This is an optimization exercise on Yosys and OpenROAD, whose aim is small area and a short achievable clock period, not a production implementation.
Function was checked by simulation only, so behaviour that the tests miss may differ from the original.
Power figures rest on the tool's default switching activity, not on a simulated workload.

==> flow/design.v <==
module rank_filter (
    input  wire               clk,
    input  wire               rst,         
    input  wire [2:0]         rf_half,     
    input  wire               rf_mode,     
    input  wire [15:0]        rf_thresh,   
    input  wire               in_valid,
    input  wire signed [17:0] in_data,
    output reg                out_valid,
    output reg  signed [17:0] out_data,
    output reg                out_hit
);
    localparam integer M = 14;   
    localparam integer N = 15;   
    function lt18(input [17:0] a, input [17:0] b);
        reg [17:0] g, p;
        reg [8:0]  g1, p1;
        reg [2:0]  g2, p2;
        integer i;
        begin
            g = ~a & b;
            p = ~a | b;
            g[17] = a[17] & ~b[17];
            p[17] = a[17] | ~b[17];
            for (i = 0; i < 9; i = i + 1) begin
                g1[i] = g[2*i+1] | (p[2*i+1] & g[2*i]);
                p1[i] = p[2*i+1] & p[2*i];
            end
            for (i = 0; i < 3; i = i + 1) begin
                g2[i] = g1[3*i+2] | (p1[3*i+2] & (g1[3*i+1] | (p1[3*i+1] & g1[3*i])));
                p2[i] = p1[3*i+2] & p1[3*i+1] & p1[3*i];
            end
            lt18 = g2[2] | (p2[2] & (g2[1] | (p2[1] & g2[0])));
        end
    endfunction
    function lt4s(input [3:0] a, input [3:0] b);
        reg [3:0] g, p;
        begin
            g = ~a & b;
            p = ~a | b;
            g[3] = a[3] & ~b[3];
            p[3] = a[3] | ~b[3];
            lt4s = g[3] | (p[3] & (g[2] | (p[2] & (g[1] | (p[1] & g[0])))));
        end
    endfunction
    integer k;
    reg signed [17:0] x_q;
    reg        [15:0] th_q;
    reg               v0;
    reg               rst_q;
    reg        [2:0]  h_q;
    reg               mode_q;
    reg        [7:1]  hsel;        
    always @(posedge clk) begin
        for (k = 1; k < 8; k = k + 1)
            hsel[k] <= (rf_half == k);
        x_q    <= in_data;
        th_q   <= rf_thresh;
        v0     <= in_valid & ~rst;
        rst_q  <= rst;
        h_q    <= rf_half;
        mode_q <= rf_mode;
    end
    reg [M-1:0] inwin;     
    always @(*)
        for (k = 0; k < M; k = k + 1)
            inwin[k] = |(hsel >> (k / 2));
    reg signed [17:0] w [0:M-1];   
    reg        [M-1:0] fill;       
    reg        [3:0]   r [0:N-1];  
    reg        [3:0]   r_old;      
    reg [M-1:0] c;         
    reg [M-1:0] dn;        
    reg [3:0]   rm  [0:M-1];   
    reg [3:0]   rn  [0:M-1];   
    reg [M-1:0] sel;       
    always @(*) begin
        for (k = 0; k < M; k = k + 1) begin
            c[k]   = inwin[k] & (fill[k] ? lt18(x_q, w[k]) : x_q[17]);
            dn[k]  = lt4s(r_old, r[k]);
            rm[k]  = r[k] - {3'b000, dn[k]};
            rn[k]  = rm[k] + {3'b000, c[k]};
            sel[k] = inwin[k] & (c[k] ? (rm[k] == 4'b1111) : (rm[k] == 4'b0000));
        end
    end
    wire [1:0] p0 = c[0] + c[1];
    wire [1:0] p1 = c[2] + c[3];
    wire [1:0] p2 = c[4] + c[5];
    wire [1:0] p3 = c[6] + c[7];
    wire [1:0] p4 = c[8] + c[9];
    wire [1:0] p5 = c[10] + c[11];
    wire [1:0] p6 = c[12] + c[13];
    wire [2:0] q0 = p0 + p1;
    wire [2:0] q1 = p2 + p3;
    wire [2:0] q2 = p4 + p5;
    wire [3:0] s0 = q0 + q1;
    wire [3:0] s1 = q2 + p6;
    wire [3:0] rx = {1'b0, h_q} - s0 - s1;
    wire       sel_x = ~|sel;    
    reg signed [17:0] med;
    always @(*) begin
        med = sel_x ? x_q : 18'sd0;
        for (k = 0; k < M; k = k + 1)
            med = med | ((sel[k] & fill[k]) ? w[k] : 18'sd0);
    end
    reg [3:0] r_new;
    always @(*) begin
        r_new = 4'd0;
        for (k = 1; k < 8; k = k + 1)
            r_new = r_new | (hsel[k] ? rn[2*k-1] : 4'd0);
    end
    always @(posedge clk) begin
        if (v0) begin
            w[0] <= x_q;
            for (k = 1; k < M; k = k + 1)
                w[k] <= w[k-1];
        end
        if (rst_q) begin
            fill <= {M{1'b0}};
            for (k = 0; k < N; k = k + 1)
                r[k] <= k[0] ? -((k[3:0] + 4'd1) >> 1) : (k[3:0] >> 1);
            r_old <= {1'b0, h_q};
        end else if (v0) begin
            fill <= {fill[M-2:0], 1'b1};
            r[0] <= rx;
            for (k = 1; k < N; k = k + 1)
                r[k] <= rn[k-1];
            r_old <= r_new;
        end
    end
    reg signed [17:0] med_n;       
    reg        [15:0] th2_q;
    reg               v1;
    always @(posedge clk) begin
        med_n <= ~med;
        th2_q <= th_q;
        v1    <= v0 & ~rst;
    end
    reg signed [17:0] cen;
    always @(*) begin
        cen = 18'sd0;
        for (k = 1; k < 8; k = k + 1)
            cen = cen | ((hsel[k] & fill[k]) ? w[k] : 18'sd0);
    end
    wire        [18:0] diff     = {cen[17], cen} + {med_n[17], med_n} + 19'd1;
    wire               dneg     = diff[18];
    wire               upper_ok = (diff[17:16] == {2{dneg}});
    wire        [15:0] un       = ~(diff[15:0] ^ {16{dneg}});
    wire        [16:0] tdiff    = {1'b0, th2_q} + {1'b1, un} + {16'd0, ~dneg};
    wire               keep     = mode_q & upper_ok & ~tdiff[16];
    wire signed [17:0] y        = keep ? cen : ~med_n;
    always @(posedge clk) begin
        out_valid <= v1 & ~rst;
        out_data  <= y;
        out_hit   <= ~keep & (diff != 19'd0);
    end
endmodule
==> flow/flow/run.sh <==
#!/bin/bash
# Layout flow: the standard ORFS flow (standard.sh, unchanged synthesis),
# with two changes in how the layout is made:
#  - timing repair aims for more setup slack than the clock needs, so the
#    critical paths are sized up instead of left at minimum size;
#  - the port buffers are buf_2 cells.
# The clock period, SDC and all constraints are the standard flow's.
set -euo pipefail
bash standard.sh \
  SETUP_SLACK_MARGIN=18.15 \
  BUFFER_PORTS_ARGS="-buffer_cell sky130_fd_sc_hd__buf_2" \
  finish > flow.log 2>&1
==> flow/standard.sh <==
#!/bin/bash
# synth_recipe.tcl (not shown) runs the flow's synth.tcl, then flattens the netlist and writes it again
# the make line also repeats each setting of config.mk as NAME=value (left out here)
make -C /OpenROAD-flow-scripts/flow DESIGN_CONFIG=/design/flow/config.mk WORK_HOME=/design/flow/orfs CLKGATE_MAP_FILE= SYNTH_SCRIPT=/design/flow/synth_recipe.tcl "${@:-finish}"
==> flow/config.mk <==
export PLATFORM = sky130hd
export DESIGN_NAME = rank_filter
export DESIGN_NICKNAME = rank_filter
export VERILOG_FILES = /design/flow/design.v
export SDC_FILE = /design/flow/constraint.sdc
export NUM_CORES = 4
export LEC_CHECK = 0
export CAP_MARGIN = 20
export CORE_MARGIN = 2
export CORE_UTILIZATION = 45
export CTS_CLUSTER_DIAMETER = 80
export CTS_CLUSTER_SIZE = 24
export PLACE_DENSITY = 0.65
export SLEW_MARGIN = 20
==> flow/constraint.sdc <==
create_clock -name core_clock -period 24.0 [get_ports {clk}]
set_input_delay 4.8000 -clock core_clock [delete_from_list [all_inputs] [get_ports {clk}]]
set_output_delay 4.8000 -clock core_clock [all_outputs]
set_load 0.01 [all_outputs]
==> results.cfg, run 1 <==
[final_layout]
seq_area_um2 = 11220
multi_input_area_um2 = 11940
syn_to_final_growth_pct = 15.33
fin_cells = 3178
nets = 2620
fillers = 4628
layout-drive-gt1-share = 0.1643

[synthesis]
synth_cell_types = 76
synth-seq-cells = 428
syn_area_per_cell_um2 = 10.17
synth_edf_count = 255
synth_fp_nets = 2494
synth_flop_cell = edfxtp_1
synthArstFlopShare = 0
synth-adder-area-share = 0.1008
synth.cell_area_um2 = 23810
syn_inst = 2341
synth_top_family_by_area = compound AO/OA/AOI/OAI gates
synth_compound_area_frac = 0.1832
yosys.area_share.simple = 0.1349
synth_xor_area_frac = 0.03238
synthMuxAreaShare = 0.03353
synth-seq-area-share = 0.4671
yosys_warnings = 5

[clocking]
cts_tree = built
clock_sinks = 428
cts_buffer_depth = 3
cts_root_buf = clkbuf_16
worstSkewPairLatency_ps = 630
cts.htree.levels = 1
clkTransAtPathRegs_ps = 90
cts_made_buffers = 28

[worst_setup_path]
cp_max_fo = 1
slowest_stage = dfxtp_2
max_stage_delay_ps = 360
worstPathRequired_ps = 19200
path_class = flop to output port
worstPathArrival_ps = 1080
crit_family = flip-flops
crit_chain = buf_6
cp-start-kind = flop
crit_buf_inv = 1
critPathCaptureType = output port

[placed_design]
port-buffer-count = 60
dp_hpwl_um = 58210
dp.cells = 3015
gp_congestion = 0.9847
post-place-ws_ps = 17190

[route]
drt-total-wl_um = 84220
drt_iter0_drc = 3432
vias = 20840
ant_nets = 0
avgViaCountPerCell = 6.558
wl_per_cell_um = 26.50
drc_errors = 0
first_pass_iters = 10

[grt]
grt_max_degree = 84
grt_overflow = 0
grt_pass1_vias = 19380
antenna_found_initial = 3
track_usage = 0.2986
grt_pass1_wl_um = 123300

[timing]
setup_viol = 0
worstMarginPinSlew_ps = 1150
finalHoldViolCount = 0
slew_viol_final = 0
fmax_mhz = 170.1
finClkSkew_ps = 44.02
rsz0062_at_grt = yes
finalSetupTns_ps = 0
slew_headroom = 0.2331
finalCriticalPeriod_ps = 5879
fin_crit_sh = 0.2450
setup_slack_ps = 18120

[outcome]
outcome = no timing/DRC/antenna violations

[power_and_ir_drop]
power_density_nw_per_um2 = 73.13
ir_drop_mv = 0.06631
p_leak_nw = 10.32

[die]
die_h_um = 234.0
die-area_um2 = 54760
start_util = 0.4539
die_width_um = 234.0
rows = 84
io_pins = 61
core_region_area_um2 = 52450

[job]
maxCapViolCount = 0

[min_path]
hold_path_class = flop to flop
where the power goes:
part	internal, W	switching, W	total (W)
logic	0.000256	0.000326	0.000582
registers	0.000839	0.0000575	0.000897
clock network	0.000236	0.000294	0.000530
total	0.00133	0.000677	0.00201
timing repair:
| action | in CTS | in global routing |
|---|---|---|
| cloned | 5 | 4 |
| pin swaps | 14 | 36 |
| hold buffers | 0 | 0 |
| gates resized for setup | 100 | 102 |
| endpoints found under the setup margin | 51 | 46 |
| setup buffers | 37 | 64 |
per-layer routing:
| metal | global-route usage | vias to the layer above | share of wire |
|---|---|---|---|
| li1 | - | 9041 | - |
| met1 | 0.4130 | 10011 | 0.39 |
| met2 | 0.4516 | 1488 | 0.43 |
| met3 | 0.06153 | 296 | 0.12 |
| met4 | 0.1329 | 4 | 0.056 |
| met5 | 0 | - | 0.00033 |
synthesized netlist by cell type, types with 55 or more instances:
master / count / area share
maj3_1: 88 / 0.037
a21oi_1: 79 / 0.017
nor2_1: 149 / 0.023
mux2i_1: 55 / 0.023
xnor2_1: 56 / 0.021
edfxtp_1: 255 / 0.32
dfxtp_1: 173 / 0.15
inv_1: 191 / 0.030
nand2_1: 174 / 0.027
nand3_1: 56 / 0.012
ha_1: 101 / 0.053
clkbuf_1: 96 / 0.015
o21ai_0: 79 / 0.017
a22oi_1: 88 / 0.028
nor2b_1: 67 / 0.018
path summary, 6_finish.rpt:
kind	from	slack, ps	cells after the start	to
worst max-delay path	out_data[6]$_DFF_P_	18120	1	out_data[6]
worst min-delay path	th_q[5]$_DFF_P_	330	0	th2_q[5]$_DFF_P_
worst max register to register	x_q[12]$_DFF_P_	18230	21	r[0][3]$_SDFFE_PP0P_
worst min register to register	th_q[5]$_DFF_P_	330	0	th2_q[5]$_DFF_P_
cells by family (layout without fill, tap and decap cells):
group                      after synthesis  in the layout
AOI/OAI and AO/OA                      594            596
xor gates and xnor gates                88             88
adders and majority gates              203            203
buffers and inverters                  304            450
DFF                                    428            428
muxes                                   77             77
other                                    0              1
and+or+nand+nor                        647            647
registers in the layout, indices dropped and copies added (netlist names), 3 cells and up:
register  flops
h_q           3
th2_q        16
th_q         16
hsel          7
r            56
fill         14
r_old         4
med_n        18
out_data     18
x_q          18
w           252
final cells by class:
class                           instances  area share
Antenna cell                            1  0.00009114
Clock buffer                           34     0.02670
Clock inverter                         18    0.008112
Inverter                              198     0.02939
Multi-Input combinational cell       1611      0.4347
Sequential cell                       428      0.4087
Tap cell                              688     0.03135
Timing Repair Buffer                  196     0.05988
Timing Repair inverter                  4    0.001094
through the flow:
| stage | power, W | hold WS, ps | instance area (um^2) | utilization |
|---|---|---|---|---|
| 2_1_floorplan | 0.001252 | 309.6 | 23840 | - |
| 3_3_place_gp | 0.001401 | 310.9 | 24840 | 0.4737 |
| 3_5_place_dp | 0.001412 | 312.1 | 24840 | 0.4737 |
| 4_1_cts | 0.001971 | 335.5 | 26530 | 0.5058 |
| 5_1_grt | 0.002099 | 344.1 | 27450 | 0.5235 |
| 6_report | 0.002008 | 332.9 | 27460 | 0.5235 |
cell usage in the layout (no fill, tap or decap), types with 10 or more instances in the layout:
cell type,count
a211oi_1,20
a21o_1,11
a21oi_1,70
a221oi_1,26
a222oi_1,41
a22o_1,17
a22oi_1,85
a32o_1,17
and3_1,24
buf_12,15
buf_2,50
buf_4,111
buf_6,13
clkbuf_16,31
clkinvlp_4,16
dfxtp_1,133
dfxtp_2,20
dfxtp_4,20
edfxtp_1,255
ha_1,98
inv_1,179
maj3_1,88
mux2_2,21
mux2i_1,53
nand2_1,173
nand2b_1,45
nand3_1,56
nand4_1,36
nor2_1,145
nor2b_1,67
nor3_1,16
nor3b_1,10
nor4_1,15
o211ai_1,45
o21a_1,13
o21ai_0,73
o221ai_1,18
o22ai_1,38
xnor2_1,54
xor2_1,32
==> run 2, diff against run 1 <==
--- a/flow/config.mk
+++ b/flow/config.mk
@@ -7,8 +7,8 @@
 export LEC_CHECK = 0
 export CAP_MARGIN = 20
 export CORE_MARGIN = 2
-export CORE_UTILIZATION = 45
+export CORE_UTILIZATION = 55
 export CTS_CLUSTER_DIAMETER = 80
 export CTS_CLUSTER_SIZE = 24
-export PLACE_DENSITY = 0.65
+export PLACE_DENSITY = 0.75
 export SLEW_MARGIN = 20
==> results.cfg, run 2 <==
[timing]
fmax_mhz = 170.4
finalCriticalPeriod_ps = 5867
setup_slack_ps = 18130
hold_slack_ps = 331.4
rsz0062_at_grt = yes
fin_crit_sh = 0.2445
finalHoldViolCount = 0
slew_viol_final = 0
finClkSkew_ps = 21.99
setup_viol = 0
slew_headroom = 0.1413
worstMarginPinSlew_ps = 1288
finalSetupTns_ps = 0

[route]
ant_nets = 0
drc_errors = 0
wl_per_cell_um = 26.97
drt_iter0_drc = 3730
first_pass_iters = 10
vias = 20714
avgViaCountPerCell = 6.814
drt-total-wl_um = 82000

[clocking]
cts_root_buf = clkbuf_16
cts_made_buffers = 27
cts.htree.levels = 1
clock_sinks = 428
hold_buffers = 0
cts_buffer_depth = 3
clkTransAtPathRegs_ps = 90
cts_tree = built
worstSkewPairLatency_ps = 620

[power_and_ir_drop]
p_leak_nw = 10.08
ir_drop_mv = 0.06325
p_switching_w = 0.0006685
power_frac_seq = 0.451
p_clk_frac = 0.265
sw_frac_of_total = 0.3350
internal-power_w = 0.001327
power_density_nw_per_um2 = 74.34
p_comb_frac = 0.285

[worst_setup_path]
crit_family = flip-flops
worstPathArrival_ps = 1070
critPathCaptureType = output port
cp-start-kind = flop
crit_buf_inv = 1
max_stage_delay_ps = 360
worstPathRequired_ps = 19200
path_class = flop to output port
slowest_stage = dfxtp_2
cp_max_fo = 1
crit_chain = buf_6

[synthesis]
synth_area_leaders = edfxtp_1 (32%), dfxtp_1 (15%), ha_1 (5.3%), maj3_1 (3.7%), inv_1 (3.0%)
synthTopCellsByCount = edfxtp_1 (255), inv_1 (191), nand2_1 (174)
synth_flop_cell = edfxtp_1
synth_top_area_frac = 0.3216
synth_fp_nets = 2494
synth_edf_count = 255
synth_cell_types = 76
syn_area_per_cell_um2 = 10.17
synth-seq-area-share = 0.4671
synth-seq-cells = 428
post-synth-top-area-cell = edfxtp_1
yosysMostFrequentCell = edfxtp_1
syn_inst = 2341
yosys_warnings = 5
synth.cell_area_um2 = 23810
synthArstFlopShare = 0

[final_layout]
nets = 2587
largest_reg_flops = 252
regMostFlops = w
antenna_cells = 0
stdcell_area_um2 = 26840
post-route-util = 0.6258
syn_to_final_growth_pct = 12.73
top_regs = w: 252 flops, r: 56 flops
layout_commonest_cell = edfxtp_1
final_cell_mix = edfxtp_1 (255), inv_1 (182), nand2_1 (173), nor2_1 (145), dfxtp_1 (137)
layout-drive-gt1-share = 0.1442

[placed_design]
port-buffer-count = 60
place_area_um2 = 24730
gp_congestion = 1.010
post-place-ws_ps = 17220
dp_hpwl_um = 56910

[grt]
grt_overflow = 0
antenna_found_initial = 2
grt_max_degree = 201
grt_pass1_wl_um = 122100
grt_pass1_vias = 19764
track_usage = 0.3603

[die]
rows = 76
die_h_um = 212.1
die_width_um = 212.1
core_region_area_um2 = 42890
start_util = 0.5551
die-area_um2 = 44970
io_pins = 61

[job]
maxCapViolCount = 0

[min_path]
hold_path_class = flop to flop

[outcome]
outcome = no timing/DRC/antenna violations
run 2: cell types whose count changed in the layout (fill, tap and decap cells not counted), sizes merged:
cell,previous run,this run
diode,1,0
clkinvlp,16,14
bufinv,0,1
clkinv,8,9
inv,196,194
buf,190,163
clkbuf,40,35
run 2: power by group through the flow:
stage / logic (W) / registers [W] / clock network, W
after floorplan: 0.000353 / 0.000899 / 0
after global placement: 0.000490 / 0.000911 / 0
after detailed placement: 0.000500 / 0.000911 / 0
after CTS: 0.000535 / 0.000898 / 0.000533
after global routing: 0.000619 / 0.000904 / 0.000557
final: 0.000568 / 0.000899 / 0.000528
run 2: cell families (layout without fill, tap and decap cells):
| kind of cell | Yosys count | in the layout | share of synthesized area |
|---|---|---|---|
| buffers and inverters | 304 | 416 | 0.04809 |
| AOI/OAI and AO/OA | 594 | 596 | 0.1832 |
| and+or+nand+nor | 647 | 647 | 0.1349 |
| muxes | 77 | 77 | 0.03353 |
| adders and majority gates | 203 | 203 | 0.1008 |
| xor gates and xnor gates | 88 | 88 | 0.03238 |
| DFF | 428 | 428 | 0.4671 |
run 2: per-layer routing:
layer | part of all wire | wire length (um) | vias up | global-route usage
li1 | - | - | 8971 | -
met1 | 0.38 | 31290 | 9784 | 0.4952
met2 | 0.43 | 35170 | 1624 | 0.5441
met3 | 0.13 | 10890 | 329 | 0.07725
met4 | 0.056 | 4563 | 6 | 0.1705
met5 | 0.00098 | 80 | - | 0
run 2: final cells by class:
type / count / area (um^2)
multi-input cells: 1611 / 11890
repair buffers: 163 / 1230
inverters: 198 / 795.8
well taps: 585 / 732.0
repair inverters: 5 / 37.54
flip-flops and latches: 428 / 11210
fillers: 3500 / 16050
clock buffers: 35 / 747.0
clock inverters: 15 / 197.7
run 2: stage by stage:
step	power (W)	instances
2_1_floorplan	0.001252	2341
3_3_place_gp	0.001401	2910
3_5_place_dp	0.001412	2910
4_1_cts	0.001965	3009
5_1_grt	0.002080	3040
6_report	0.001995	3040
run 2: final timing paths:
kind	slack, ps	startpoint	end	cells past startpoint
worst max-delay path	18130	out_data[3]$_DFF_P_	out_data[3]	1
worst min-delay path	330	th_q[2]$_DFF_P_	th2_q[2]$_DFF_P_	0
worst max register to register	18200	r_old[1]$_DFFE_PP_	med_n[17]$_DFF_P_	16
worst min register to register	330	th_q[2]$_DFF_P_	th2_q[2]$_DFF_P_	0
run 2: what timing repair did:
item / in CTS / in global routing
setup buffers: 42 / 31
cloned: 7 / 0
endpoints found under the hold margin: 0 / 0
endpoints found under the setup margin: 37 / 57
pin swaps: 10 / 19
gates resized for setup: 96 / 65
==> run 3, diff against run 2 <==
--- a/flow/flow/run.sh
+++ b/flow/flow/run.sh
@@ -7,6 +7,6 @@
 # The clock period, SDC and all constraints are the standard flow's.
 set -euo pipefail
 bash standard.sh \
-  SETUP_SLACK_MARGIN=18.15 \
+  SETUP_SLACK_MARGIN=18.0 \
   BUFFER_PORTS_ARGS="-buffer_cell sky130_fd_sc_hd__buf_2" \
   finish > flow.log 2>&1
--- a/flow/config.mk
+++ b/flow/config.mk
@@ -7,8 +7,8 @@
 export LEC_CHECK = 0
 export CAP_MARGIN = 20
 export CORE_MARGIN = 2
-export CORE_UTILIZATION = 55
+export CORE_UTILIZATION = 25
 export CTS_CLUSTER_DIAMETER = 80
 export CTS_CLUSTER_SIZE = 24
-export PLACE_DENSITY = 0.75
+export PLACE_DENSITY = 0.45
 export SLEW_MARGIN = 20
==> results.cfg, run 3 <==
[worst_setup_path]
critPathCaptureType = flop
worstPathRequired_ps = 24440
cp_max_fo = 3
cp-start-kind = flop
worstPathArrival_ps = 6360
path_class = flop to flop

[power_and_ir_drop]
p_total_w = 0.002114
ir_drop_mv = 0.03695
power_density_nw_per_um2 = 75.93
p_leak_nw = 10.15

[placed_design]
dp_hpwl_um = 67430
gp_congestion = 0.9440
post-place-ws_ps = 16850
place_area_um2 = 25610
port-buffer-count = 60

[clocking]
clock_sinks = 428
cts_made_buffers = 35
clkTransAtPathRegs_ps = 90
cts_root_buf = clkbuf_16
cts.htree.levels = 2
cts_buffer_depth = 3
cts_tree = built
worstSkewPairLatency_ps = 590

[route]
ant_nets = 0
first_pass_iters = 9
drt_iter0_drc = 2838
avgViaCountPerCell = 5.469
drc_errors = 0
vias = 20346
drt-total-wl_um = 96230
wl_per_cell_um = 25.87

[timing]
finalSetupTns_ps = 0
setup_viol = 0
fin_crit_sh = 0.2467
fmax_mhz = 168.9
finClkSkew_ps = 27.43
slew_headroom = 0.2607
finalCriticalPeriod_ps = 5920
worstMarginPinSlew_ps = 1109
slew_viol_final = 0
rsz0062_at_grt = yes
setup_slack_ps = 18080
finalHoldViolCount = 0

[die]
core_region_area_um2 = 94730
die_width_um = 312.6
die_h_um = 312.6
die-area_um2 = 97710
rows = 113
start_util = 0.2513
io_pins = 61

[synthesis]
yosys.area_share.simple = 0.1349
synth-seq-area-share = 0.4671
yosysMostFrequentCell = edfxtp_1
synth_fp_nets = 2494
synth_compound_area_frac = 0.1832
synth_xor_area_frac = 0.03238
synth_cell_types = 76
post-synth-top-area-cell = edfxtp_1
synth_area_leaders = edfxtp_1 (32%), dfxtp_1 (15%), ha_1 (5.3%), maj3_1 (3.7%), inv_1 (3.0%)
synth.cell_area_um2 = 23810
synth_top_area_frac = 0.3216
synth_edf_count = 255
synth-adder-area-share = 0.1008
synth_flop_cell = edfxtp_1
synth-seq-cells = 428
yosys_warnings = 5
synth_top_family_by_area = compound AO/OA/AOI/OAI gates
syn_inst = 2341
syn_area_per_cell_um2 = 10.17
synthTopCellsByCount = edfxtp_1 (255), inv_1 (191), nand2_1 (174)
synthMuxAreaShare = 0.03353
synthArstFlopShare = 0

[min_path]
hold_path_class = flop to flop

[grt]
grt_overflow = 0
antenna_found_initial = 1
grt_pass1_wl_um = 139600
track_usage = 0.1911
grt_pass1_vias = 19549
grt_max_degree = 192

[job]
maxCapViolCount = 0

[final_layout]
seq_area_um2 = 11190
multi_input_area_um2 = 11920
nets = 2581
largest_reg_flops = 252
final_cell_mix = edfxtp_1 (255), inv_1 (181), nand2_1 (173), dfxtp_1 (147), nor2_1 (146)
regMostFlops = w
layout-drive-gt1-share = 0.1426
fillers = 9842
top_regs = w: 252 flops, r: 56 flops
stdcell_area_um2 = 27840
layout_commonest_cell = edfxtp_1
syn_to_final_growth_pct = 16.96

[outcome]
outcome = no timing/DRC/antenna violations
-- run 3: cell counts after synthesis --
Identical to the previous run, type by type.
-- run 3: final cells by class --
type,instances,area share
clock inverter,21,0.009931
timing repair buffer,149,0.03779
inverter,198,0.02885
clock buffer,42,0.03537
antenna,1,0.00008988
tap,1265,0.05685
sequential,428,0.4019
multi-input combinational,1611,0.4280
timing repair inverter,5,0.001168
-- run 3: layer usage --
metal	wire length, um	part of all wire	global-route usage	vias to the layer above
met2	42660	0.44	0.2943	1102
met5	13	0.00014	0	-
met3	8122	0.084	0.02953	219
met4	4262	0.044	0.08047	2
li1	-	-	-	8973
met1	41170	0.43	0.2660	10050
-- run 3: report_power, final --
part / internal, W / switching [W]
combinational: 0.000233 / 0.000333
clock: 0.000324 / 0.000325
sequential: 0.000838 / 0.0000611
-- run 3: worst paths after layout --
check,from,endpoint,slack [ps],cells past startpoint
hold reg to reg,th_q[10]$_DFF_P_,th2_q[10]$_DFF_P_,330,0
hold / removal,th_q[10]$_DFF_P_,th2_q[10]$_DFF_P_,330,0
setup / recovery,w[8][9]$_DFFE_PP_,r[0][3]$_SDFFE_PP0P_,18080,20
setup reg to reg,w[8][9]$_DFFE_PP_,r[0][3]$_SDFFE_PP0P_,18080,20
-- run 3: repair_timing --
| item | 4_1_cts | 5_1_grt |
|---|---|---|
| endpoints found under the setup margin | 22 | 23 |
| cloned | 6 | 1 |
| pin swaps | 12 | 16 |
| hold buffers | 0 | 0 |
| setup buffers | 29 | 28 |
| resized for setup | 82 | 46 |
| hold endpoints to repair | 0 | 0 |
-- run 3: logic make-up after synthesis --
family          count (synthesis)
flops                         428
buf+inv                       304
compound gates                594
simple gates                  647
mux                            77
fa+ha+maj                     203
xor+xnor                       88
-- run 3: per-stage QoR --
stage | cells | utilization | hold WS [ps]
floorplan | 2341 | - | 309.6
global placement | 3591 | 0.2704 | 309.8
detailed placement | 3591 | 0.2704 | 312.1
CTS | 3689 | 0.2897 | 332.8
global route | 3719 | 0.2939 | 339.1
finish | 3720 | 0.2939 | 332.8
-- run 3: worst max-delay path: stages (launching register included) --
cell,delay [ps]
edfxtp_1,390
inv_1,110
a222oi_1,780
o211ai_1,210
a21oi_1,380
o21ai_1,290
a21oi_2,400
fa_1,490
ha_1,210
ha_1,310
fa_1,540
inv_1,50
ha_1,270
ha_1,280
ha_1,140
inv_1,60
fa_2,400
xnor2_2,150
xnor2_1,130
mux2i_1,140
nor2_1,50
==> run 4, diff against run 3 <==
--- a/flow/flow/run.sh
+++ b/flow/flow/run.sh
@@ -7,6 +7,6 @@
 # The clock period, SDC and all constraints are the standard flow's.
 set -euo pipefail
 bash standard.sh \
-  SETUP_SLACK_MARGIN=18.0 \
+  SETUP_SLACK_MARGIN=18.1 \
   BUFFER_PORTS_ARGS="-buffer_cell sky130_fd_sc_hd__buf_2" \
   finish > flow.log 2>&1
==> results.cfg, run 4 <==
[timing]
hold_slack_ps = 329.8
worstMarginPinSlew_ps = 1126
finalCriticalPeriod_ps = 5864
slew_headroom = 0.2491
finalSetupTns_ps = 0
rsz0062_at_grt = yes
slew_viol_final = 0
fin_crit_sh = 0.2443
fmax_mhz = 170.5
finClkSkew_ps = 38.21
finalHoldViolCount = 0
setup_viol = 0
setup_slack_ps = 18140

[die]
die_h_um = 312.6
start_util = 0.2513
die_width_um = 312.6
core_region_area_um2 = 94730
rows = 113
io_pins = 61
die-area_um2 = 97710

[grt]
antenna_found_initial = 0
grt_pass1_wl_um = 137400
grt_pass1_vias = 19628
grt_max_degree = 187
track_usage = 0.1875
grt_overflow = 0

[worst_setup_path]
slowest_stage = dfxtp_1
worstPathRequired_ps = 19200
cp-start-kind = flop
reg2reg_depth = 20
path_class = flop to output port
cp_max_fo = 1
max_stage_delay_ps = 360
worstSetupStartpoint = out_data[1]$_DFF_P_
crit_buf_inv = 1
r2r_slack_ps = 18220
crit_path_end = out_data[1]
critPathCaptureType = output port
crit_family = flip-flops
crit_chain = buf_2
worstPathArrival_ps = 1060
reg2reg_from = x_q[1]$_DFF_P_
cp.depth = 1
regToRegEndpoint = r[0][3]$_SDFFE_PP0P_

[clocking]
cts_made_buffers = 34
cts_root_buf = clkbuf_16
clock_sinks = 428
worstSkewPairLatency_ps = 600
clkTransAtPathRegs_ps = 80
cts.htree.levels = 2
cts_buffer_depth = 3
hold_buffers = 0
cts_tree = built

[route]
wl_per_cell_um = 25.40
drt-total-wl_um = 94620
avgViaCountPerCell = 5.423
drc_errors = 0
first_pass_iters = 8
vias = 20201
ant_nets = 0
drt_iter0_drc = 2787

[synthesis]
synth_cell_types = 76
synth_fp_nets = 2494
synth_area_leaders = edfxtp_1 (32%), dfxtp_1 (15%), ha_1 (5.3%), maj3_1 (3.7%), inv_1 (3.0%)
syn_area_per_cell_um2 = 10.17
synth_flop_cell = edfxtp_1
synthArstFlopShare = 0
yosysMostFrequentCell = edfxtp_1
yosys_warnings = 5
syn_inst = 2341
synth-seq-cells = 428
post-synth-top-area-cell = edfxtp_1
synthTopCellsByCount = edfxtp_1 (255), inv_1 (191), nand2_1 (174)
synth_edf_count = 255
synth.cell_area_um2 = 23810
synth_top_area_frac = 0.3216
synth-seq-area-share = 0.4671

[placed_design]
gp_congestion = 0.9109
dp_hpwl_um = 66460
port-buffer-count = 60
post-place-ws_ps = 16980

[power_and_ir_drop]
power_density_nw_per_um2 = 74.55
ir_drop_mv = 0.03818
p_leak_nw = 10.16

[final_layout]
layout-drive-gt1-share = 0.1533
regMostFlops = w
nets = 2587
final_cell_mix = edfxtp_1 (255), inv_1 (181), nand2_1 (173), nor2_1 (145), dfxtp_1 (136)
top_regs = w: 252 flops, r: 56 flops
layout_commonest_cell = edfxtp_1
largest_reg_flops = 252
syn_to_final_growth_pct = 17.39

[min_path]
hold_path_class = flop to flop

[outcome]
outcome = no timing/DRC/antenna violations

[job]
maxCapViolCount = 0
-- run 4: worst min path at each step --
stage                     cells after the start             start  slack [ps]           endpoint
final                                         0  th_q[12]$_DFF_P_         330  th2_q[12]$_DFF_P_
after global routing                          0  th_q[12]$_DFF_P_         330  th2_q[12]$_DFF_P_
after CTS                                     0  th_q[12]$_DFF_P_         330  th2_q[12]$_DFF_P_
after detailed placement                      0  th_q[14]$_DFF_P_         310  th2_q[14]$_DFF_P_
after global placement                        0   th_q[8]$_DFF_P_         310   th2_q[8]$_DFF_P_
after floorplan                               0   th_q[0]$_DFF_P_         310   th2_q[0]$_DFF_P_
-- run 4: stage by stage --
step | instance area [um^2] | util | total power (W) | cells
3_5_place_dp | 25630 | 0.2705 | 0.001438 | 3592
3_3_place_gp | 25600 | 0.2703 | 0.001431 | 3590
4_1_cts | 27540 | 0.2908 | 0.002084 | 3699
5_1_grt | 27940 | 0.2950 | 0.002192 | 3724
2_1_floorplan | 23830 | - | 0.001251 | 2341
6_report | 27950 | 0.2950 | 0.002083 | 3725
-- run 4: cell families (layout without fill, tap and decap cells) --
family	after synthesis	after routing	synth area share
simple gates	647	647	0.1349
compound gates	594	595	0.1832
flops	428	428	0.4671
buf+inv	304	421	0.04809
fa+ha+maj	203	203	0.1008
xor+xnor	88	88	0.03238
mux	77	77	0.03353
other cells	0	1	0
-- run 4: area by class of cell --
class	count	area, um^2
Multi-Input combinational cell	1610	12020
Antenna cell	1	2.502
Clock inverter	21	269.0
Sequential cell	428	11210
Fill cell	9931	66780
Clock buffer	40	915.9
Inverter	198	809.5
Timing Repair inverter	5	37.54
Tap cell	1265	1583
Timing Repair Buffer	157	1097
-- run 4: timing repair --
action,4_1_cts,5_1_grt
pin swaps,19,30
endpoints found under the setup margin,30,22
buffers inserted,41,24
cloned,5,1
gates resized for setup,121,55
-- run 4: power breakdown --
group	internal [W]	total [W]	switching, W
Combinational	0.000234	0.000565	0.000331
Sequential	0.000839	0.000900	0.0000608
Clock	0.000295	0.000619	0.000323
-- run 4: per-layer routing --
layer,part of all wire,GRT usage
met5,0,0
met4,0.043,0.07819
met3,0.083,0.03743
met2,0.45,0.2921
met1,0.43,0.2533
==> run 5, diff against run 4 <==
--- a/flow/design.v
+++ b/flow/design.v
@@ -50,9 +50,9 @@
     reg               rst_q;
     reg        [2:0]  h_q;
     reg               mode_q;
-    reg        [7:1]  hsel;        
+    reg        [7:0]  hsel;        
     always @(posedge clk) begin
-        for (k = 1; k < 8; k = k + 1)
+        for (k = 0; k < 8; k = k + 1)
             hsel[k] <= (rf_half == k);
         x_q    <= in_data;
         th_q   <= rf_thresh;
@@ -64,7 +64,7 @@
     reg [M-1:0] inwin;     
     always @(*)
         for (k = 0; k < M; k = k + 1)
-            inwin[k] = |(hsel >> (k / 2));
+            inwin[k] = |(hsel[7:1] >> (k / 2));
     reg signed [17:0] w [0:M-1];   
     reg        [M-1:0] fill;       
     reg        [3:0]   r [0:N-1];  
@@ -139,7 +139,7 @@
     reg signed [17:0] cen;
     always @(*) begin
         cen = 18'sd0;
-        for (k = 1; k < 8; k = k + 1)
+        for (k = 0; k < 8; k = k + 1)
             cen = cen | ((hsel[k] & fill[k]) ? w[k] : 18'sd0);
     end
     wire        [18:0] diff     = {cen[17], cen} + {med_n[17], med_n} + 19'd1;
==> results.cfg, run 5 <==
[synthesis]
yosys_warnings = 5
yosysMostFrequentCell = edfxtp_1
synth_area_leaders = edfxtp_1 (32%), dfxtp_1 (14%), ha_1 (5.2%), a22oi_1 (3.7%), maj3_1 (3.6%)
synth_flop_cell = edfxtp_1
syn_inst = 2346
synth_cell_types = 87
synth-seq-area-share = 0.4605
synthArstFlopShare = 0
synth-seq-cells = 429
synth_top_area_frac = 0.3165
syn_area_per_cell_um2 = 10.31
synth_fp_nets = 2499
post-synth-top-area-cell = edfxtp_1
synth_edf_count = 255
synthTopCellsByCount = edfxtp_1 (255), inv_1 (185), dfxtp_1 (174)
synth.cell_area_um2 = 24190

[worst_setup_path]
crit_family = flip-flops
path_class = flop to output port
critPathCaptureType = output port
crit_chain = buf_4
worstPathRequired_ps = 19200
cp_max_fo = 1
reg2reg_depth = 25
slowest_stage = dfxtp_1
crit_buf_inv = 1
worstPathArrival_ps = 1050
max_stage_delay_ps = 340
cp-start-kind = flop
cp.depth = 1

[grt]
track_usage = 0.1889
grt_max_degree = 176
grt_pass1_vias = 20142
grt_pass1_wl_um = 139800
grt_overflow = 0
antenna_found_initial = 2

[timing]
setup_viol = 0
worstMarginPinSlew_ps = 1209
hold_slack_ps = 335.8
slew_viol_final = 0
finalHoldViolCount = 0
fin_crit_sh = 0.2436
rsz0062_at_grt = no
fmax_mhz = 171.0
finalCriticalPeriod_ps = 5847
slew_headroom = 0.1923
setup_slack_ps = 18150
finalSetupTns_ps = 0
finClkSkew_ps = 37.77

[final_layout]
syn_to_final_growth_pct = 18.41
largest_reg_flops = 252
layout_commonest_cell = edfxtp_1
nets = 2610
antenna_cells = 0
stdcell_area_um2 = 28650
final_cell_mix = edfxtp_1 (255), inv_1 (175), nor2_1 (148), dfxtp_1 (142), nand2_1 (133)
regMostFlops = w
top_regs = w: 252 flops, r: 56 flops
layout-drive-gt1-share = 0.1712

[placed_design]
post-place-ws_ps = 16790
gp_congestion = 0.9307
port-buffer-count = 60
dp_hpwl_um = 65970
place_area_um2 = 25900

[power_and_ir_drop]
internal-power_w = 0.001474
p_switching_w = 0.0007686
ir_drop_mv = 0.04085
p_clk_frac = 0.293
p_leak_nw = 10.54
p_comb_frac = 0.304
sw_frac_of_total = 0.3427
power_frac_seq = 0.403
p_total_w = 0.002242
power_density_nw_per_um2 = 78.28

[die]
start_util = 0.2513
io_pins = 61
die-area_um2 = 99270
core_region_area_um2 = 96280
die_width_um = 315.1
rows = 114
die_h_um = 315.1

[min_path]
hold_path_class = flop to flop
hold_depth = 0

[job]
maxCapViolCount = 0

[clocking]
cts_root_buf = clkbuf_16
cts_tree = built
clkTransAtPathRegs_ps = 80
cts_made_buffers = 36
cts.htree.levels = 2
cts_buffer_depth = 3
hold_buffers = 0
clock_sinks = 429
worstSkewPairLatency_ps = 590

[route]
drt_iter0_drc = 2626
drt-total-wl_um = 96340
avgViaCountPerCell = 5.437
drc_errors = 0
vias = 20437
ant_nets = 0
wl_per_cell_um = 25.63
first_pass_iters = 6

[outcome]
outcome = no timing/DRC/antenna violations
==> run 5: stage by stage <==
step / instances / util
floorplan: 2346 / -
global placement: 3600 / 0.2689
detailed placement: 3601 / 0.2690
CTS: 3710 / 0.2882
global route: 3759 / 0.2975
finish: 3759 / 0.2975
==> run 5: final timing paths <==
path                                           from              endpoint  slack (ps)
worst max-delay path            out_data[6]$_DFF_P_           out_data[6]       18150
worst min-delay path                th_q[6]$_DFF_P_      th2_q[6]$_DFF_P_         340
worst max register to register    w[3][8]$_DFFE_PP_  r[0][3]$_SDFFE_PP0P_       18230
worst min register to register      th_q[6]$_DFF_P_      th2_q[6]$_DFF_P_         340
==> run 5: cell type report <==
| class | instances | area [um^2] |
|---|---|---|
| clock buffer | 41 | 940.9 |
| clock inverter | 23 | 349.1 |
| fill | 9958 | 67630 |
| inverter | 194 | 793.3 |
| multi-input combinational | 1608 | 12230 |
| sequential | 429 | 11230 |
| tap | 1276 | 1597 |
| timing repair buffer | 183 | 1480 |
| timing repair inverter | 5 | 27.53 |
==> run 5: logic make-up after synthesis <==
group,after synthesis,share of synthesized area
flops,429,0.4605
mux,73,0.03243
buf+inv,309,0.04975
simple gates,624,0.1341
compound gates,622,0.1931
xor+xnor,88,0.03186
fa+ha+maj,201,0.09832
==> run 5: what timing repair did <==
action / 4_1_cts / 5_1_grt
setup endpoints to repair: 25 / 23
buffers inserted: 40 / 46
gates cloned: 5 / 3
pin swaps: 11 / 34
resized for setup: 77 / 114
==> run 5: layer usage <==
metal | up-vias | routed length (um) | GRT usage | share of wire
met2 | 1088 | 43440 | 0.2980 | 0.45
met3 | 235 | 8643 | 0.03848 | 0.090
met5 | - | 20 | 0 | 0.00021
met4 | 2 | 4198 | 0.07587 | 0.044
met1 | 10097 | 40040 | 0.2520 | 0.42
li1 | 9015 | - | - | -
==> run 5: power groups by stage <==
stage	clock [W]	sequential (W)	combinational, W
after floorplan	0	0.000902	0.000417
after global routing	0.000703	0.000911	0.000750
final	0.000658	0.000904	0.000681
after global placement	0	0.000920	0.000580
after CTS	0.000676	0.000903	0.000620
after detailed placement	0	0.000919	0.000593
==> run 6, diff against run 5 <==
--- a/flow/config.mk
+++ b/flow/config.mk
@@ -7,8 +7,8 @@
 export LEC_CHECK = 0
 export CAP_MARGIN = 20
 export CORE_MARGIN = 2
-export CORE_UTILIZATION = 25
+export CORE_UTILIZATION = 55
 export CTS_CLUSTER_DIAMETER = 80
 export CTS_CLUSTER_SIZE = 24
-export PLACE_DENSITY = 0.45
+export PLACE_DENSITY = 0.75
 export SLEW_MARGIN = 20
==> results.cfg, run 6 <==
[synthesis]
synth-seq-area-share = 0.4605
post-synth-top-area-cell = edfxtp_1
synthArstFlopShare = 0
synth-seq-cells = 429
syn_area_per_cell_um2 = 10.31
syn_inst = 2346
synthTopCellsByCount = edfxtp_1 (255), inv_1 (185), dfxtp_1 (174)
yosysMostFrequentCell = edfxtp_1
yosys_warnings = 5
synth.cell_area_um2 = 24190
synth_fp_nets = 2499
synth_top_area_frac = 0.3165
synth_area_leaders = edfxtp_1 (32%), dfxtp_1 (14%), ha_1 (5.2%), a22oi_1 (3.7%), maj3_1 (3.6%)
synth_edf_count = 255
synth_flop_cell = edfxtp_1
synth_cell_types = 87

[route]
drt-total-wl_um = 84090
route.met3.wl_um = 10620
vias = 20854
route.met2.wl_um = 36260
ant_nets = 0
top_layer_used = met4
drc_errors = 0
wl_per_cell_um = 27.99
drt_iter0_drc = 3293
wl_met1_um = 31660
avgViaCountPerCell = 6.942
first_pass_iters = 6

[placed_design]
gp_congestion = 0.9957
post-place-ws_ps = 17010
place_area_um2 = 24940
dp_hpwl_um = 59060
port-buffer-count = 60

[timing]
worstMarginPinSlew_ps = 1133
fin_crit_sh = 0.2453
finClkSkew_ps = 26.51
finalSetupTns_ps = 0
fmax_mhz = 169.9
rsz0062_at_grt = yes
setup_slack_ps = 18110
slew_headroom = 0.2430
slew_viol_final = 0
setup_viol = 0
finalCriticalPeriod_ps = 5887
finalHoldViolCount = 0

[worst_setup_path]
worstPathArrival_ps = 1090
crit_family = flip-flops
crit_buf_inv = 1
crit_chain = buf_6
cp_max_fo = 1
slowest_stage = dfxtp_2
critPathCaptureType = output port
path_class = flop to output port
reg2reg_depth = 21
worstPathRequired_ps = 19200
max_stage_delay_ps = 370
cp-start-kind = flop
cp.depth = 1

[final_layout]
final_cell_mix = edfxtp_1 (255), inv_1 (178), nor2_1 (149), dfxtp_1 (146), nand2_1 (134)
syn_to_final_growth_pct = 10.67
antenna_cells = 0
fillers = 3486
top_regs = w: 252 flops, r: 56 flops
layout-drive-gt1-share = 0.1422
stdcell_area_um2 = 26770
largest_reg_flops = 252
layout_commonest_cell = edfxtp_1
regMostFlops = w
nets = 2550

[die]
die-area_um2 = 45680
core_region_area_um2 = 43270
die_width_um = 213.7
rows = 76
io_pins = 61
die_h_um = 213.7
start_util = 0.5591

[power_and_ir_drop]
p_switching_w = 0.0007088
power_density_nw_per_um2 = 77.43
p_comb_frac = 0.300
power_frac_seq = 0.436
ir_drop_mv = 0.06340
internal-power_w = 0.001364
p_leak_nw = 10.09
sw_frac_of_total = 0.3419
p_clk_frac = 0.264

[min_path]
hold_path_class = flop to flop
hold_depth = 0

[grt]
grt_pass1_wl_um = 123500
grt_max_degree = 87
grt_overflow = 0
grt_pass1_vias = 19957
track_usage = 0.3642
antenna_found_initial = 1

[clocking]
cts.htree.levels = 1
cts_made_buffers = 29
hold_buffers = 0
cts_buffer_depth = 3
worstSkewPairLatency_ps = 620
clkTransAtPathRegs_ps = 100
cts_root_buf = clkbuf_16
cts_tree = built
clock_sinks = 429

[job]
maxCapViolCount = 0

[outcome]
outcome = no timing/DRC/antenna violations
[run 6: metrics by stage]
step | total power (W) | hold WS (ps) | cells | utilization
6_report | 0.002073 | 334.8 | 3004 | 0.6188
5_1_grt | 0.002161 | 345.7 | 3004 | 0.6188
4_1_cts | 0.002047 | 337.9 | 2990 | 0.6114
3_5_place_dp | 0.001487 | 313.9 | 2898 | 0.5764
3_3_place_gp | 0.001463 | 312.5 | 2898 | 0.5764
2_1_floorplan | 0.001319 | 309.6 | 2346 | -
[run 6: final cells by class]
cell class,instances,area [um^2],area share
Tap cell,585,732.0,0.02734
Timing Repair inverter,4,22.52,0.0008412
Inverter,194,795.8,0.02972
Timing Repair Buffer,131,894.6,0.03341
Clock buffer,34,765.7,0.02860
Multi-Input combinational cell,1608,12120,0.4528
Clock inverter,19,231.5,0.008646
Sequential cell,429,11210,0.4186
[run 6: worst paths after layout]
path	startpoint	endpoint	slack [ps]
worst max-delay path	out_data[2]$_DFF_P_	out_data[2]	18110
worst min-delay path	th_q[12]$_DFF_P_	th2_q[12]$_DFF_P_	330
worst max register to register	x_q[17]$_DFF_P_	r[0][3]$_SDFFE_PP0P_	18230
worst min register to register	th_q[12]$_DFF_P_	th2_q[12]$_DFF_P_	330
[run 6: repair_timing]
action	4_1_cts	5_1_grt
setup endpoints to repair	27	28
pin swaps	4	9
gates cloned	4	0
setup buffers	35	14
gates resized for setup	82	58
[run 6: power by group through the flow]
stage / sequential [W] / combinational (W) / clock, W
final: 0.000904 / 0.000621 / 0.000547
after detailed placement: 0.000917 / 0.000570 / 0
after CTS: 0.000901 / 0.000595 / 0.000551
after global placement: 0.000916 / 0.000547 / 0
after global routing: 0.000908 / 0.000679 / 0.000574
after floorplan: 0.000902 / 0.000417 / 0
[run 6: logic make-up (layout without fill, tap and decap cells)]
group | after synthesis | after routing | share of synthesized area
compound gates | 622 | 622 | 0.1931
flops | 429 | 429 | 0.4605
fa+ha+maj | 201 | 201 | 0.09832
xor+xnor | 88 | 88 | 0.03186
simple gates | 624 | 624 | 0.1341
mux | 73 | 73 | 0.03243
buf+inv | 309 | 382 | 0.04975
[run 6: per-layer routing]
layer  track usage  vias up
met5             0        -
li1              -     8901
met4        0.1887        0
met3       0.08890      366
met2        0.5571     1576
met1        0.4813    10011
==> run 7, diff against run 6 <==
--- a/flow/config.mk
+++ b/flow/config.mk
@@ -7,8 +7,8 @@
 export LEC_CHECK = 0
 export CAP_MARGIN = 20
 export CORE_MARGIN = 2
-export CORE_UTILIZATION = 55
+export CORE_UTILIZATION = 65
 export CTS_CLUSTER_DIAMETER = 80
 export CTS_CLUSTER_SIZE = 24
-export PLACE_DENSITY = 0.75
+export PLACE_DENSITY = 0.82
 export SLEW_MARGIN = 20
==> results.cfg, run 7 <==
[final_layout]
antenna_cells = 0
nets = 2549
layout_commonest_cell = edfxtp_1
top_regs = w: 252 flops, r: 56 flops
stdcell_area_um2 = 26580
syn_to_final_growth_pct = 9.868
regMostFlops = w
final_cell_mix = edfxtp_1 (255), inv_1 (177), nor2_1 (149), dfxtp_1 (142), nand2_1 (134)
layout-drive-gt1-share = 0.1399
largest_reg_flops = 252
fin_cells = 2884

[clocking]
cts_buffer_depth = 3
cts_made_buffers = 26
worstSkewPairLatency_ps = 620
cts.htree.levels = 1
clkTransAtPathRegs_ps = 110
clock_sinks = 429
cts_tree = built
cts_root_buf = clkbuf_16
hold_buffers = 0

[timing]
worstMarginPinSlew_ps = 1171
rsz0062_at_grt = no
finClkSkew_ps = 36.46
finalCriticalPeriod_ps = 5884
fin_crit_sh = 0.2452
finalHoldViolCount = 0
setup_viol = 0
slew_viol_final = 0
slew_headroom = 0.2193
finalSetupTns_ps = 0
fmax_mhz = 170.0

[synthesis]
syn_area_per_cell_um2 = 10.31
synth_edf_count = 255
synth_cell_types = 87
synth-seq-area-share = 0.4605
yosysMostFrequentCell = edfxtp_1
synth_fp_nets = 2499
synth_top_area_frac = 0.3165
synth_flop_cell = edfxtp_1
synthArstFlopShare = 0
synth_area_leaders = edfxtp_1 (32%), dfxtp_1 (14%), ha_1 (5.2%), a22oi_1 (3.7%), maj3_1 (3.6%)
synthTopCellsByCount = edfxtp_1 (255), inv_1 (185), dfxtp_1 (174)
syn_inst = 2346
yosys_warnings = 5
post-synth-top-area-cell = edfxtp_1
synth.cell_area_um2 = 24190
synth-seq-cells = 429

[worst_setup_path]
cp.depth = 1
reg2reg_depth = 23
crit_buf_inv = 1
slowest_stage = dfxtp_2
max_stage_delay_ps = 330
cp_max_fo = 1
worstPathArrival_ps = 1080
cp-start-kind = flop
critPathCaptureType = output port
crit_family = flip-flops
path_class = flop to output port
crit_chain = buf_2
worstPathRequired_ps = 19200

[route]
first_pass_iters = 10
vias = 20918
drc_errors = 0
drt-total-wl_um = 84550
wl_per_cell_um = 29.32
drt_iter0_drc = 3367
ant_nets = 0
avgViaCountPerCell = 7.253

[die]
start_util = 0.6608
die_width_um = 196.9
die_h_um = 196.9
rows = 70
io_pins = 61
die-area_um2 = 38780
core_region_area_um2 = 36610

[job]
maxCapViolCount = 0

[grt]
grt-busiest-layer = met2
grt_overflow = 0
track_usage = 0.4288
met2_usage = 0.6319
antenna_found_initial = 0
grt_pass1_wl_um = 124200
grt_pass1_vias = 20100
grt.met1_usage = 0.5458
grt_max_degree = 97
use_met3 = 0.1379

[placed_design]
gp_congestion = 1.025
dp_hpwl_um = 58140
dp.cells = 2785
place_area_um2 = 24820
port-buffer-count = 60

[power_and_ir_drop]
power_density_nw_per_um2 = 76.89
sw_frac_of_total = 0.3445
internal-power_w = 0.001340
power_frac_seq = 0.443
ir_drop_mv = 0.07406
p_total_w = 0.002044
p_comb_frac = 0.312
p_leak_nw = 10.06
p_switching_w = 0.0007040
p_clk_frac = 0.244

[min_path]
hold_depth = 0
hold_path_class = flop to flop

[outcome]
outcome = no timing/DRC/antenna violations
-- run 7: cell counts after synthesis --
Identical to the previous run, type by type.
-- run 7: cells by family after synthesis --
kind of cell / share of synthesized area
AND/OR/NAND/NOR: 0.1341
adder cells (fa/ha/maj): 0.09832
AO/OA/AOI/OAI: 0.1931
multiplexers: 0.03243
buffers and inverters: 0.04975
flip-flops: 0.4605
XOR/XNOR: 0.03186
-- run 7: worst paths after layout --
check,to,startpoint,slack (ps)
max,out_data[11],out_data[11]$_DFF_P_,18120
min,th2_q[1]$_DFF_P_,th_q[1]$_DFF_P_,330
max reg2reg,r[0][3]$_SDFFE_PP0P_,x_q[1]$_DFF_P_,18150
min reg2reg,th2_q[1]$_DFF_P_,th_q[1]$_DFF_P_,330
-- run 7: final cells by class --
type                    instances  area [um^2]
clock inverters                15        158.9
flip-flops and latches        429        11210
inverters                     194        784.5
repair inverters                6        32.53
fillers                      2644        10030
repair buffers                130        924.6
multi-input cells            1609        12180
clock buffers                  33        698.2
well taps                     468        585.6
-- run 7: metrics by stage --
stage	utilization	setup slack, ps	hold WS [ps]
finish	0.7260	18120	328.9
global route	0.7260	18050	336.7
CTS	0.7094	17950	333.8
detailed placement	0.6780	17060	313.8
global placement	0.6780	17110	315.4
floorplan	-	18190	309.6
-- run 7: metal layers --
metal	part of all wire	up-vias
met4	0.078	0
met2	0.42	1661
met3	0.14	464
met5	0	-
li1	-	8904
met1	0.36	9889
-- run 7: timing repair --
| action | in CTS | in global routing |
|---|---|---|
| setup endpoints to repair | 38 | 44 |
| setup buffers | 11 | 33 |
| pin swaps | 3 | 14 |
| cloned | 6 | 1 |
| gates resized for setup | 51 | 93 |
-- run 7: power groups by stage --
stage	sequential, W	combinational [W]	clock, W
2_1_floorplan	0.000902	0.000417	0
3_3_place_gp	0.000916	0.000553	0
3_5_place_dp	0.000918	0.000572	0
4_1_cts	0.000901	0.000602	0.000496
5_1_grt	0.000909	0.000695	0.000523
6_report	0.000906	0.000638	0.000499
==> run 8, diff against run 7 <==
--- a/flow/design.v
+++ b/flow/design.v
@@ -48,7 +48,6 @@
     reg        [15:0] th_q;
     reg               v0;
     reg               rst_q;
-    reg        [2:0]  h_q;
     reg               mode_q;
     reg        [7:0]  hsel;        
     always @(posedge clk) begin
@@ -58,9 +57,11 @@
         th_q   <= rf_thresh;
         v0     <= in_valid & ~rst;
         rst_q  <= rst;
-        h_q    <= rf_half;
         mode_q <= rf_mode;
     end
+    wire [2:0] h_q = {hsel[4] | hsel[5] | hsel[6] | hsel[7],
+                      hsel[2] | hsel[3] | hsel[6] | hsel[7],
+                      hsel[1] | hsel[3] | hsel[5] | hsel[7]};
     reg [M-1:0] inwin;     
     always @(*)
         for (k = 0; k < M; k = k + 1)
@@ -69,6 +70,11 @@
     reg        [M-1:0] fill;       
     reg        [3:0]   r [0:N-1];  
     reg        [3:0]   r_old;      
+    always @(*) begin
+        r_old = 4'd0;
+        for (k = 1; k < 8; k = k + 1)
+            r_old = r_old | (hsel[k] ? r[2*k] : 4'd0);
+    end
     reg [M-1:0] c;         
     reg [M-1:0] dn;        
     reg [3:0]   rm  [0:M-1];   
@@ -103,12 +109,6 @@
         for (k = 0; k < M; k = k + 1)
             med = med | ((sel[k] & fill[k]) ? w[k] : 18'sd0);
     end
-    reg [3:0] r_new;
-    always @(*) begin
-        r_new = 4'd0;
-        for (k = 1; k < 8; k = k + 1)
-            r_new = r_new | (hsel[k] ? rn[2*k-1] : 4'd0);
-    end
     always @(posedge clk) begin
         if (v0) begin
             w[0] <= x_q;
@@ -119,13 +119,11 @@
             fill <= {M{1'b0}};
             for (k = 0; k < N; k = k + 1)
                 r[k] <= k[0] ? -((k[3:0] + 4'd1) >> 1) : (k[3:0] >> 1);
-            r_old <= {1'b0, h_q};
         end else if (v0) begin
             fill <= {fill[M-2:0], 1'b1};
             r[0] <= rx;
             for (k = 1; k < N; k = k + 1)
                 r[k] <= rn[k-1];
-            r_old <= r_new;
         end
     end
     reg signed [17:0] med_n;       
--- a/flow/config.mk
+++ b/flow/config.mk
@@ -7,8 +7,8 @@
 export LEC_CHECK = 0
 export CAP_MARGIN = 20
 export CORE_MARGIN = 2
-export CORE_UTILIZATION = 65
+export CORE_UTILIZATION = 55
 export CTS_CLUSTER_DIAMETER = 80
 export CTS_CLUSTER_SIZE = 24
-export PLACE_DENSITY = 0.82
+export PLACE_DENSITY = 0.75
 export SLEW_MARGIN = 20
==> results.cfg, run 8 <==
[timing]
setup_viol = 0
slew_viol_final = 0
finalHoldViolCount = 0
slew_headroom = 0.2033
finClkSkew_ps = 22.20
hold_slack_ps = 331.9
fin_crit_sh = 0.2479
finalSetupTns_ps = 0
fmax_mhz = 168.1
worstMarginPinSlew_ps = 1195
finalCriticalPeriod_ps = 5949
rsz0062_at_grt = yes

[worst_setup_path]
cp_max_fo = 4
max_stage_delay_ps = 510
crit_family = adder cells
critPathCaptureType = flop
worstPathArrival_ps = 6460
crit_chain = nand2b_1 -> maj3_1 -> maj3_1 -> o311a_1 -> o211ai_1 -> a221oi_2 -> a211oi_2 -> buf_4 -> nor2_2 -> fa_1 -> ha_1 -> fa_1 -> fa_1 -> inv_2 -> ha_4 -> ha_4 -> ha_1 -> inv_1 -> fa_2 -> xnor2_1 -> xnor2_1 -> a211oi_1
cp_common_cell = fa_1
cp-start-kind = flop
slowest_stage = fa_1
crit_buf_inv = 3
worstPathRequired_ps = 24510
path_class = flop to flop

[clocking]
clock_sinks = 426
cts_tree = built
cts_root_buf = clkbuf_16
cts.htree.levels = 1
cts_made_buffers = 27
worstSkewPairLatency_ps = 600
cts_buffer_depth = 3
clkTransAtPathRegs_ps = 100

[synthesis]
synth_fp_nets = 2539
synthTopCellsByCount = edfxtp_1 (252), nand2_1 (202), inv_1 (190)
synth_top_area_frac = 0.3156
synth_xor_area_frac = 0.03288
post-synth-top-area-cell = edfxtp_1
syn_inst = 2386
synth-seq-cells = 426
synth_flop_cell = edfxtp_1
synth_edf_count = 252
synth_area_leaders = edfxtp_1 (32%), dfxtp_1 (15%), ha_1 (5.3%), a22oi_1 (3.5%), nand2_1 (3.2%)
syn_area_per_cell_um2 = 10.05
synthArstFlopShare = 0
synth-adder-area-share = 0.09514
synthMuxAreaShare = 0.02390
synth_top_family_by_area = compound AO/OA/AOI/OAI gates
synth.cell_area_um2 = 23970
synth_cell_types = 88
synth_compound_area_frac = 0.1985
yosys_warnings = 5
yosys.area_share.simple = 0.1363
synth-seq-area-share = 0.4609
yosysMostFrequentCell = edfxtp_1

[placed_design]
place_area_um2 = 24790
port-buffer-count = 60
dp_hpwl_um = 56120
gp_congestion = 1.033

[final_layout]
nets = 2575
layout-drive-gt1-share = 0.1245
post-route-util = 0.6137
fillers = 3545
seq_area_um2 = 11110
layout_commonest_cell = edfxtp_1
top_regs = w: 252 flops, r: 60 flops
stdcell_area_um2 = 26430
syn_to_final_growth_pct = 10.26
regMostFlops = w
multi_input_area_um2 = 11930
final_cell_mix = edfxtp_1 (252), nand2_1 (202), inv_1 (183), nor2_1 (142), dfxtp_1 (141)
largest_reg_flops = 252

[route]
ant_nets = 0
avgViaCountPerCell = 6.785
drt-total-wl_um = 79150
wl_per_cell_um = 26.14
first_pass_iters = 8
drc_errors = 0
drt_iter0_drc = 3149
vias = 20546

[die]
io_pins = 61
die_width_um = 212.8
die-area_um2 = 45280
start_util = 0.5566
core_region_area_um2 = 43080
rows = 76
die_h_um = 212.8

[power_and_ir_drop]
sw_frac_of_total = 0.3508
p_clk_frac = 0.242
p_leak_nw = 9.969
power_density_nw_per_um2 = 81.36
p_total_w = 0.002151
p_switching_w = 0.0007546
ir_drop_mv = 0.08110
power_frac_seq = 0.422
internal-power_w = 0.001396
p_comb_frac = 0.336

[grt]
grt_pass1_wl_um = 118200
grt_max_degree = 91
grt_overflow = 0
antenna_found_initial = 2
grt_pass1_vias = 19420
track_usage = 0.3447

[min_path]
hold_path_class = flop to flop

[outcome]
outcome = no timing/DRC/antenna violations

[job]
maxCapViolCount = 0
==> run 8: changes by cell type in the layout (fill, tap and decap cells not counted), sizes merged, moves of 20 or more <==
| cell | delta |
|---|---|
| nand4 | -20 |
| o21ai | +21 |
| nand2 | +68 |
| a22o | -20 |
==> run 8: worst register-to-register path, stage by stage, from the launching register on <==
cell	delay, ps
edfxtp_1	500
nand2b_1	200
maj3_1	370
maj3_1	370
o311a_1	160
o211ai_1	350
a221oi_2	130
a211oi_2	210
buf_4	170
nor2_2	60
fa_1	390
ha_1	320
fa_1	500
fa_1	510
inv_2	50
ha_4	210
ha_4	250
ha_1	130
inv_1	60
fa_2	380
xnor2_1	140
xnor2_1	140
a211oi_1	240
==> run 8: layout make-up <==
type                    instances  area share
inverters                     200     0.03001
repair inverters                2   0.0003787
diodes                          1  0.00009467
flip-flops and latches        426      0.4205
clock buffers                  32     0.02665
repair buffers                127     0.03507
multi-input cells            1638      0.4511
well taps                     585     0.02769
clock inverters                17    0.008520
==> run 8: logic make-up after synthesis <==
group | count (synthesis)
AO/OA/AOI/OAI | 645
buffers and inverters | 322
XOR/XNOR | 90
adder cells (fa/ha/maj) | 191
AND/OR/NAND/NOR | 655
flip-flops | 426
multiplexers | 57
==> run 8: worst paths after layout <==
path                                        start              endpoint  slack (ps)  depth (start not counted)
worst max-delay path            w[3][5]$_DFFE_PP_  r[0][3]$_SDFFE_PP0P_       18050                         22
worst min register to register   th_q[15]$_DFF_P_     th2_q[15]$_DFF_P_         330                          0
worst max register to register  w[3][5]$_DFFE_PP_  r[0][3]$_SDFFE_PP0P_       18050                         22
worst min-delay path             th_q[15]$_DFF_P_     th2_q[15]$_DFF_P_         330                          0
==> run 8: metal layers <==
metal	routed length, um	part of all wire	vias to the layer above	track usage
met5	27	0.00034	-	0
met4	3915	0.049	4	0.1447
met3	10120	0.13	263	0.07884
met2	33910	0.43	1467	0.5179
met1	31180	0.39	9821	0.4798
li1	-	-	8991	-
==> run 8: what timing repair did <==
action | in CTS | in global routing
setup endpoints to repair | 27 | 29
buffers inserted | 6 | 30
resized for setup | 55 | 58
pin swaps | 9 | 22
hold buffers | 0 | 0
gates cloned | 1 | 2
==> run 8: through the flow <==
stage | cells | setup WS [ps]
global route | 3027 | 17980
floorplan | 2386 | 18110
global placement | 2937 | 17280
detailed placement | 2938 | 17130
CTS | 2994 | 18080
finish | 3028 | 18050
==> run 8: power groups by stage <==
stage	combinational [W]	clock, W	sequential, W
floorplan	0.000476	0	0.000905
global placement	0.000634	0	0.000918
detailed placement	0.000647	0	0.000920
CTS	0.000661	0.000525	0.000905
global route	0.000795	0.000549	0.000914
finish	0.000722	0.000521	0.000907

## static timing again, ports no longer ideal
How much do the figures lean on ideal ports? The routed layouts below were timed once more, with nothing changed but the port constraints. Step 1 assumes that a clkbuf_16 drives the clock port and a buf_2 every other input. Step 2 adds t to the input delays and takes it off the output delays; t is the mean of the earliest and latest rising clock arrival at the registers after step 1. Input paths then give back, and output paths get back, about the clock's delay inside the block. a / b / c = ideal ports / drivers / drivers and shift; a / b = the first two.
run | t (ns) | setup WS [ns] | worst slew at a driven data input, ns | cell pins on the clock port's net
run 1 | 0.664 | 18.121 / 18.063 / 18.232 | 0.03 | 1
run 2 | 0.669 | 18.133 / 18.069 / 18.195 | 0.04 | 1
run 3 | 0.641 | 18.080 / 18.041 / 18.080 | 0.05 | 1
run 4 | 0.646 | 18.136 / 18.066 / 18.215 | 0.06 | 1
run 5 | 0.642 | 18.153 / 18.082 / 18.232 | 0.05 | 1
run 6 | 0.661 | 18.113 / 18.058 / 18.235 | 0.04 | 1
run 7 | 0.665 | 18.116 / 18.057 / 18.155 | 0.05 | 1
run 8 | 0.649 | 18.051 / 18.051 / 18.051 | 0.04 | 1
After both steps every run listed still meets setup and hold.
